Context: an optimization exercise on an open-source flow, tuned for small area, a short achievable clock period and few clock cycles. The choices shown serve that exercise and are no tape-out recipe.
RTL that was checked went through simulation tests only; none was proved equivalent to the original.
Power and IR drop assume default switching activity.

== rev 12 ==
==> flow/design.v (excerpt) <==
module welt_mac (
    input  wire        clk,
    input  wire        rst,         
    input  wire        in_valid,
    output wire        in_ready,
    input  wire [31:0] in_a,
    input  wire [31:0] in_b,
    input  wire        in_last,     
    input  wire        in_feed,     
    input  wire [31:0] in_ceil,     
    output wire        out_valid,
    output wire [31:0] out_f32,
    output wire        out_sat,
    output wire        out_clamped,
    output wire        out_nonfinite
);
    wire accept = in_valid & in_ready;
    reg  [31:0] cslot0, cslot1;     
    reg         wp, rp;
    reg         busy0, busy1;       
    reg         rdy;                
    wire        st_done;            
    wire        st_next;            
    assign in_ready = rdy;
    wire take  = accept & in_last;
    wire busy0_n = (busy0 & ~(st_done & ~rp)) | (take & ~wp);
    wire busy1_n = (busy1 & ~(st_done &  rp)) | (take &  wp);
    always @(posedge clk) begin
  ...
Size in the first run: about 140 I/O pins, roughly 44000 um^2 of cells after synthesis.
Settings: LEC_CHECK=0, ABC_AREA=1, CAP_MARGIN=20, CORE_MARGIN=2, CORE_UTILIZATION=40, PLACE_DENSITY=0.6, SLEW_MARGIN=20; clock period 24.0 ns.
standard.sh (not shown) runs the stock make flow with config.mk's settings and CLKGATE_MAP_FILE= SYNTH_SCRIPT=/design/flow/synth_recipe.tcl, a recipe that flattens the netlist after the stock synthesis.
==> flow/flow/run.sh <==
#!/bin/bash
# Layout flow: the standard flow (standard synthesis, floorplan, place,
# CTS, route) with two changes in how the layout is made, the SDC being
# the design's:
#  - the port buffers are buf_2 cells (the default pick is a delay cell);
#  - repair_timing runs with a setup margin, so it works on the paths that
#    set the achieved period, and only on the worst few percent of them.
# Each step's full output is in this folder (standard.log and the ORFS
# logs under orfs/logs).
set -o pipefail
export BUFFER_PORTS_ARGS="-buffer_cell sky130_fd_sc_hd__buf_2"
export SETUP_SLACK_MARGIN=18.4
export TNS_END_PERCENT=5
bash standard.sh > standard.log 2>&1
Testbench counts of rev 12, summed over its fixed seeds: cycles 31,764.
### rev 12 -> rev 13
diff --git a/flow/design.v b/flow/design.v
--- a/flow/design.v
+++ b/flow/design.v
@@ -136,45 +136,45 @@
         acc_w  <= wrap_up ? w_inc : wrap_dn ? w_dec : w_b;
         acc_cl <= (acc_cl & ~fst) | (cl2 & v2);
         acc_nf <= (acc_nf & ~fst) | (nf2 & v2);
         fst    <= rst | (v2 & l2) | (fst & ~v2);
         done3  <= v2 & l2 & ~rst;
     end
     wire        wsat = |acc_w;
     wire        rsat = (acc[71:63] != {9{acc[63]}});
     wire        sat  = wsat | rsat;
     wire        neg3 = wsat ? acc_w[5] : acc[71];
     wire [63:0] nacc = ~acc[63:0] + 64'd1;
-    wire [63:0] smag = sat ? {neg3, {63{~neg3}}} : (acc[63] ? nacc : acc[63:0]);
+    wire [63:0] umag = acc[63] ? nacc : acc[63:0];
     function [5:0] lead64(input [63:0] m);
         integer j;
         begin
             lead64 = 6'd0;
             for (j = 0; j < 64; j = j + 1)
                 if (m[j]) lead64 = j[5:0];
         end
     endfunction
     function [5:0] trail64(input [63:0] m);
         integer j;
         begin
             trail64 = 6'd0;
             for (j = 63; j >= 0; j = j - 1)
                 if (m[j]) trail64 = j[5:0];
         end
     endfunction
     reg  [63:0] m4;
     reg  [5:0]  ld4, tz4;
     reg         z4, sg4, sat4, cl4, nf4, v4;
     always @(posedge clk) begin
-        m4   <= smag;
-        ld4  <= lead64(smag);
+        m4   <= sat ? {neg3, {63{~neg3}}} : umag;
+        ld4  <= sat ? {5'b11111, neg3} : lead64(umag);
         tz4  <= sat ? {6{neg3}} : trail64(acc[63:0]);
         z4   <= ~sat & ~(|acc[63:0]);
         sg4  <= neg3;
         sat4 <= sat;
         cl4  <= acc_cl;
         nf4  <= acc_nf;
         v4   <= done3 & ~rst;
     end
     wire [5:0]  ns   = ~ld4;                       
     wire [63:0] n32  = ns[5] ? {m4[31:0], 32'd0}  : m4;
     wire [63:0] n16  = ns[4] ? {n32[47:0], 16'd0} : n32;
## What came out
- Rev 13 closes out successfully: all stages finished, all timing, DRC and antenna checks passed.
- A cell with the biggest individual delay on the critical path of sky130_fd_sc_hd__dfxtp_1 is what rev 12 shows, while sky130_fd_sc_hd__dfxtp_4 belongs to rev 13.
- [compare] base=rev 12 new=rev 13: power now larger; final critical-path required period shows an increase of 0.0053 ns; average instance area after synthesis saw little to no change.
- On cell area: rev 13 sits above rev 12.
- Rev 12 and rev 13 ended up with roughly the same register clock-pin slew on the reported worst setup and hold paths.
- Comparing rev 13 with rev 12, the sequential share of the synthesized area came out essentially unchanged.
- Non-filler instance count after layout: rev 13 vs rev 12 up 1.0%
Function not checked in rev 13: the RTL went through the layout flow alone.

## the previous run
welt_mac, a different RTL version from the one above (not shown whole).
Size: ~5300 cells after synthesis, roughly 140 I/O pins, roughly 0.046 mm^2 of cells after synthesis.
Settings: LEC_CHECK=0, CAP_MARGIN=20, CORE_MARGIN=2, CORE_UTILIZATION=40, PLACE_DENSITY=0.6, SLEW_MARGIN=20; clock period 24.0 ns.
run.sh (not shown) runs the stock make flow with config.mk's settings and CLKGATE_MAP_FILE= SYNTH_SCRIPT=/design/flow/synth_recipe.tcl, a recipe that flattens the netlist after the stock synthesis.
Stock flow here: none of the scripts above is used.
[inputs] the current run vs the previous run
--- a/flow/design.v
+++ b/flow/design.v
@@ -11,35 +11,42 @@
     output wire        out_valid,
     output wire [31:0] out_f32,
     output wire        out_sat,
     output wire        out_clamped,
     output wire        out_nonfinite
 );
     wire accept = in_valid & in_ready;
     reg  [31:0] cslot0, cslot1;     
     reg         wp, rp;
     reg         busy0, busy1;       
+    reg         rdy;                
     wire        st_done;            
-    assign in_ready = ~(busy0 & busy1) | st_done;
+    wire        st_next;            
+    assign in_ready = rdy;
+    wire take  = accept & in_last;
+    wire busy0_n = (busy0 & ~(st_done & ~rp)) | (take & ~wp);
+    wire busy1_n = (busy1 & ~(st_done &  rp)) | (take &  wp);
     always @(posedge clk) begin
-        if (in_ready & ~wp) cslot0 <= {in_feed, in_ceil[30:0]};
-        if (in_ready &  wp) cslot1 <= {in_feed, in_ceil[30:0]};
+        if (rdy & ~wp) cslot0 <= {in_feed, in_ceil[30:0]};
+        if (rdy &  wp) cslot1 <= {in_feed, in_ceil[30:0]};
         if (rst) begin
             wp    <= 1'b0;
             rp    <= 1'b0;
             busy0 <= 1'b0;
             busy1 <= 1'b0;
+            rdy   <= 1'b1;
         end else begin
-            wp    <= wp ^ (accept & in_last);
+            wp    <= wp ^ take;
             rp    <= rp ^ st_done;
-            busy0 <= (busy0 & ~(st_done & ~rp)) | (accept & in_last & ~wp);
-            busy1 <= (busy1 & ~(st_done &  rp)) | (accept & in_last &  wp);
+            busy0 <= busy0_n;
+            busy1 <= busy1_n;
+            rdy   <= ~(busy0_n & busy1_n) | st_next;
         end
     end
     reg [31:0] a0, b0;
     reg        v0, l0;
     always @(posedge clk) begin
         a0 <= in_a;
         b0 <= in_b;
         l0 <= in_last;
         v0 <= accept & ~rst;
     end
@@ -111,21 +118,22 @@
         v2  <= v1 & ~rst;
         l2  <= l1;
     end
     reg  [71:0] acc;
     reg  [5:0]  acc_w;
     reg         acc_cl, acc_nf;
     reg         fst;                
     reg         done3;              
     wire [71:0] acc_b = acc & {72{~fst}};
     wire [5:0]  w_b   = acc_w & {6{~fst}};
-    wire [72:0] sum     = {acc_b[71], acc_b} + {s2, s2, x2} + {72'd0, c2};
+    wire [73:0] sum_c   = {acc_b[71], acc_b, 1'b1} + {s2, s2, x2, c2};
+    wire [72:0] sum     = sum_c[73:1];
     wire        wrap_up = (sum[72:71] == 2'b01);
     wire        wrap_dn = (sum[72:71] == 2'b10);
     wire [5:0]  w_inc   = w_b + 6'd1;
     wire [5:0]  w_dec   = w_b - 6'd1;
     always @(posedge clk) begin
         acc    <= sum[71:0];
         acc_w  <= wrap_up ? w_inc : wrap_dn ? w_dec : w_b;
         acc_cl <= (acc_cl & ~fst) | (cl2 & v2);
         acc_nf <= (acc_nf & ~fst) | (nf2 & v2);
         fst    <= rst | (v2 & l2) | (fst & ~v2);
@@ -177,20 +185,21 @@
     wire        n_st  = ({1'b0, tz4} + 7'd25) <= {1'b0, ld4};
     wire        n_up  = norm[39] & (n_st | norm[40]);
     wire [30:0] base  = {{2'b00, ld4} + 8'd79, norm[62:40]};
     wire [30:0] f31   = base + {30'd0, n_up};
     wire [31:0] cs    = rp ? cslot1 : cslot0;
     wire        gt    = base > cs[30:0];
     wire        eq    = base == cs[30:0];
     wire        over  = cs[31] & ~z4 & (gt | (eq & n_up));
     wire [30:0] mag31 = z4 ? 31'd0 : over ? cs[30:0] : f31;
     assign st_done = v4;
+    assign st_next = done3;
     reg [31:0] o_f32;
     reg        o_sat, o_cl, o_nf, o_v;
     always @(posedge clk) begin
         o_f32 <= {sg4 & ~z4, mag31};
         o_sat <= sat4 | cl4 | nf4 | over;
         o_cl  <= cl4;
         o_nf  <= nf4;
         o_v   <= v4 & ~rst;
     end
     assign out_valid     = o_v;
Findings:
The current run closes out successfully: all stages finished, all timing, DRC and antenna checks passed. The previous run: PASS, flow complete, no timing, DRC or antenna violations. [the current run vs the previous run] share of total power in the clock network: higher in the current run. Overall fraction of global-route tracks in use was higher in the run labelled the current run. Taking the previous run as the reference point, the minimum setup slack in the final design of the current run falls by 150 ps. The number of combinational gates with multiple inputs of the current run exceeds that of the previous run by about 4%. The CTS clock-pin slew for the worst setup and hold paths on the previous run is in line with that on the current run.
Testbench counts of the current run, summed over its fixed seeds: cycles 31,764.
For the previous run, only the layout was checked, not whether the RTL still works.

[port drivers added, routing unchanged]
No port has a modelled driver above. Below, the same layouts with a new extraction and two added sets of constraints.
Step 1: set_driving_cell puts a clkbuf_16 on clk and a buf_2 on each other input, an assumption about the parent block.
Step 2 adds t to the input delays and takes it off the output delays; t is the mean of the earliest and latest rising clock arrival at the registers after step 1. Input paths then give back, and output paths get back, about the clock's delay inside the block.
Slacks: ideal / step 1 / step 2; pairs: ideal / step 1.
run | t (ns) | slack for setup (ns) | cell pins on the clock port's net
rev 12 | 0.701 | 18.074 / 18.008 / 18.398 | 1
rev 13 | 0.706 | 18.068 / 17.998 / 18.407 | 1
the previous run | 0.714 | 17.394 / 17.319 / 17.872 | 1
the current run | 0.729 | 17.244 / 17.244 / 17.244 | 1
After both steps every run listed still meets setup and hold.
